From an optimization exercise on the open Yosys and OpenROAD flow, aimed at small area, a short achievable clock period and few clock cycles per item; shortcuts taken in it are not production practice.
At most, simulation tests tie the RTL to the original design; equivalence was not proved.

## dtc_core
module dtc_core (
    input  wire               clk,
    input  wire               rst,           
    input  wire               start,
    input  wire signed [15:0] ia,
    input  wire signed [15:0] ib,
    input  wire signed [15:0] ic,
    input  wire        [11:0] vms,
    input  wire               model_en,
    input  wire signed [15:0] cos_th,
    input  wire signed [15:0] sin_th,
    input  wire signed [23:0] t_ref,
    input  wire signed [23:0] f_ref,
    input  wire        [15:0] rs,
    input  wire        [15:0] kv,
    input  wire        [15:0] ld,
    input  wire        [15:0] lq,
    input  wire signed [23:0] psi_pm,
    input  wire        [14:0] model_gain,
    input  wire        [15:0] tq_gain,
    input  wire        [15:0] i_max,
    input  wire        [22:0] t_max,
    input  wire signed [23:0] f_min,
    input  wire signed [23:0] f_max,
    input  wire        [22:0] ht,
    input  wire        [22:0] hf,
    output wire               ready,
    output reg                done,
    output wire        [2:0]  vec,
    output wire signed [23:0] t_est,
    output reg         [23:0] f_est,
    output wire        [1:0]  tq_code,
    output wire               fx_code,
    output wire        [2:0]  sector,
    output wire               cur_lim,
    output wire               ref_lim,
    output wire               sense_fault,
    output wire        [15:0] switches
);
    function signed [23:0] sat24;
        input signed [47:0] v;
        begin
            if (v > 48'sd8388607)
                sat24 = 24'sd8388607;
            else if (v < -48'sd8388608)
                sat24 = -24'sd8388608;
            else
                sat24 = v[23:0];
        end
    endfunction
    function [16:0] abs16;
        input signed [15:0] v;
  ...
clock: 15.0 ns
lec_check: 0
abc_area: 1
cap_margin: 20
core_margin: 2
core_utilization: 40
place_density: 0.6
setup_slack_margin: 5
slew_margin: 20
run.sh (not shown) runs the stock make flow with config.mk's settings and CLKGATE_MAP_FILE= SYNTH_SCRIPT=/design/flow/synth_recipe.tcl, a recipe that flattens the netlist after the stock synthesis.
Testbench counts at the start, summed over its fixed seeds: cycles 9,648, items 2,400.
Edit:
==> flow/flow/run.sh (new file) <==
#!/bin/bash
# The standard layout (the standard.sh, unchanged synthesis, floorplan,
# placement, clock tree and routing) with a tighter target for the timing
# repair: the resizer works until the setup slack at the design's clock
# period is at least 7 ns. The constraints and the clock are the design's.
set -euo pipefail
bash standard.sh SETUP_SLACK_MARGIN=7 finish > standard.log 2>&1
==> flow/standard.sh (new file) <==
#!/bin/bash
# synth_recipe.tcl (not shown) runs the flow's synth.tcl, then flattens the netlist and writes it again
# the make line also repeats each setting of config.mk as NAME=value (left out here)
make -C /OpenROAD-flow-scripts/flow DESIGN_CONFIG=/design/flow/config.mk WORK_HOME=/design/flow/orfs CLKGATE_MAP_FILE= SYNTH_SCRIPT=/design/flow/synth_recipe.tcl "${@:-finish}"
Settings changed: SETUP_SLACK_MARGIN 5 to not set.
removed: flow/run.sh
The new run produced a clean layout.
Routed wire length climbs by 5.0%.
Clock-buffer cell count climbs by 15.
Final area climbs by 6.4%.
Via count climbs by 3.7%.
Edit:
==> flow/run.sh (new file) <==
#!/bin/bash
# synth_recipe.tcl (not shown) runs the flow's synth.tcl, then flattens the netlist and writes it again
# the make line also repeats each setting of config.mk as NAME=value (left out here)
make -C /OpenROAD-flow-scripts/flow DESIGN_CONFIG=/design/flow/config.mk WORK_HOME=/design/flow/orfs CLKGATE_MAP_FILE= SYNTH_SCRIPT=/design/flow/synth_recipe.tcl finish
Settings changed: ABC_AREA 1 to not set, ABC_CLOCK_PERIOD_IN_PS set to 6000, SETUP_SLACK_MARGIN set to 5.
removed: flow/flow/run.sh
removed: flow/standard.sh
Outcome: The changed run passed the timing, design-rule and antenna checks; first-iteration DRC count came out higher by about a fifth; synthesized cell count came out higher by a few percent; design area came out lower slightly; utilization came out lower by 2.6 points; cell count came out lower slightly; via count came out higher by a few percent; register-to-register slack gets worse by 1500 ps; sequential share of layout area is about the same; worst setup slack gets worse by 1500 ps; fmax came out lower by about a fifth.

Another version of the RTL of dtc_core (not shown whole).
Size in the first run: roughly 20000 cells after synthesis, about 470 I/O pins, ~180000 um2 of cells after synthesis.
export LEC_CHECK = 0
export ABC_CLOCK_PERIOD_IN_PS = 6000
export CAP_MARGIN = 20
export CORE_MARGIN = 2
export CORE_UTILIZATION = 40
export PLACE_DENSITY = 0.6
export SETUP_SLACK_MARGIN = 5
export SLEW_MARGIN = 20
create_clock -name core_clock -period 15.0 [get_ports {clk}]
Stock flow here: none of the scripts above is used.
==> next run, changes <==
- CORE_UTILIZATION: 40 -> 60
- PLACE_DENSITY: 0.6 -> 0.75
Result:
- hold slack improves by 0.0083 ns
- clock skew came out lower by 0.046 ns
- routed wire length came out lower by 3.9%
- worst setup slack degrades by 0.023 ns
- synthesized area is unchanged
- first-iteration DRC count came out higher by 23%
- final cell count came out lower by 7.6%
Function was not checked in any run of this note: the RTL went through the layout flow alone.

job 3800:
RTL: one of the versions met above, not the one the previous note started from.
Size: about 21000 cells after synthesis, about 1300 flip-flops, roughly 470 I/O pins.
clock: 15.0 ns
lec_check: 0
abc_area: 1
cap_margin: 20
core_margin: 2
core_utilization: 40
place_density: 0.6
slew_margin: 20
standard.sh (not shown) runs the stock make flow with config.mk's settings and CLKGATE_MAP_FILE= SYNTH_SCRIPT=/design/flow/synth_recipe.tcl, a recipe that flattens the netlist after the stock synthesis.
==> flow/flow/run.sh <==
#!/bin/bash
# The standard layout (the standard.sh, unchanged synthesis, floorplan,
# placement, clock tree and routing) with a tighter target for the timing
# repair: the resizer works until the setup slack at the design's clock
# period is at least 6 ns. The constraints and the clock are the design's.
set -euo pipefail
bash standard.sh SETUP_SLACK_MARGIN=6 finish > standard.log 2>&1
Job 3800: flow completed, timing, DRC and antenna clean
Testbench counts of job 3800, summed over its fixed seeds: cycles 9,648, items 2,400.
diff inputs: job 3800 => job 9759
Settings: a deleted ABC_AREA that had been 1.
### Flow results
Changes observed in job 9759 relative to job 3800: area share of fa/ha/maj cells after synthesis decreased by 1.5 points relative to the old numbers, routed wire length increased by about 14% relative to the old numbers, wire length on met3 increased by 20000 microns relative to the old numbers. Job 9759: unique cell type count in the Yosys netlist about 20% above job 3800. Going from job 3800 to job 9759, the critical path depth was found to have gone up by 22%. Looking at final HPWL from detailed placement, job 9759 sits 31000 microns above job 3800. Going from job 3800 to job 9759, the clock network area share was found to have gone down by 0.27 points. Diff job 3800 -> job 9759: mux contribution to synthesized area moved up, global-route usage over all layers moved up, setup slack moved down.
## Diff of input files: job 2185 against job 9759
Settings: setting SETUP_SLACK_MARGIN to 5 for the first time; setting CTS_BUF_LIST to sky130_fd_sc_hd__clkbuf_4 sky130_fd_sc_hd__clkbuf_8 for the first time; setting ABC_CLOCK_PERIOD_IN_PS to 6000 for the first time.
==> flow/run.sh (new file) <==
#!/bin/bash
# synth_recipe.tcl (not shown) runs the flow's synth.tcl, then flattens the netlist and writes it again
# the make line also repeats each setting of config.mk as NAME=value (left out here)
make -C /OpenROAD-flow-scripts/flow DESIGN_CONFIG=/design/flow/config.mk WORK_HOME=/design/flow/orfs CLKGATE_MAP_FILE= SYNTH_SCRIPT=/design/flow/synth_recipe.tcl finish
removed: flow/flow/run.sh
removed: flow/standard.sh
Results
Between job 2185 and job 9759, the sequential share of layout area is higher for job 2185. Changes observed in job 2185 relative to job 9759: sequential cell count was more or less identical; data required time at the worst endpoint went up by 0.32 ns; global-route usage went down by 0.78 points; number of diodes added for antenna fixing went down by 47%. psi_al[23]$_SDFFE_PP0P_ as the critical path launch point was reported by job 9759, and fr_ial[15]$_DFFE_PP_ by job 2185. Comparing job 2185 and job 9759, the lower count of placed standard cells in the final layout, fillers left out was measured on job 2185. Job 2185 does better than job 9759 on wire length.

what the ideal ports hide:
Ports are ideal in the flow. The routed layouts listed here were re-timed in OpenROAD.
Step 1, drivers: a clkbuf_16 drives clk and a buf_2 each remaining input, both assumed.
Step 2, shift: input delay + t, output delay - t, t = (earliest + latest rising clock arrival at the registers) / 2. This alone moves slack from input paths to output paths.
Three values: ideal ports, drivers, drivers and shift; two values: the first two.
run	t, ns	setup WS [ns]	worst slew at a driven data input, ns	cell pins on the clock port's net
the first run of note 1	1.022	5.175 / 5.175 / 5.175	0.17	1
the second run of note 1	1.022	6.681 / 6.681 / 6.681	0.18	1
the third run of note 1	1.047	5.171 / 5.171 / 5.171	0.15	1
the first run of note 2	1.012	4.092 / 4.092 / 4.092	0.21	1
the second run of note 2	0.994	4.069 / 4.069 / 4.069	0.26	1
job 3800	1.027	6.118 / 6.118 / 6.118	0.16	1
job 9759	1.078	5.873 / 5.873 / 5.873	0.18	1
job 2185	1.278	5.164 / 5.164 / 5.164	0.15	1
After both steps setup and hold are still met in every run listed.
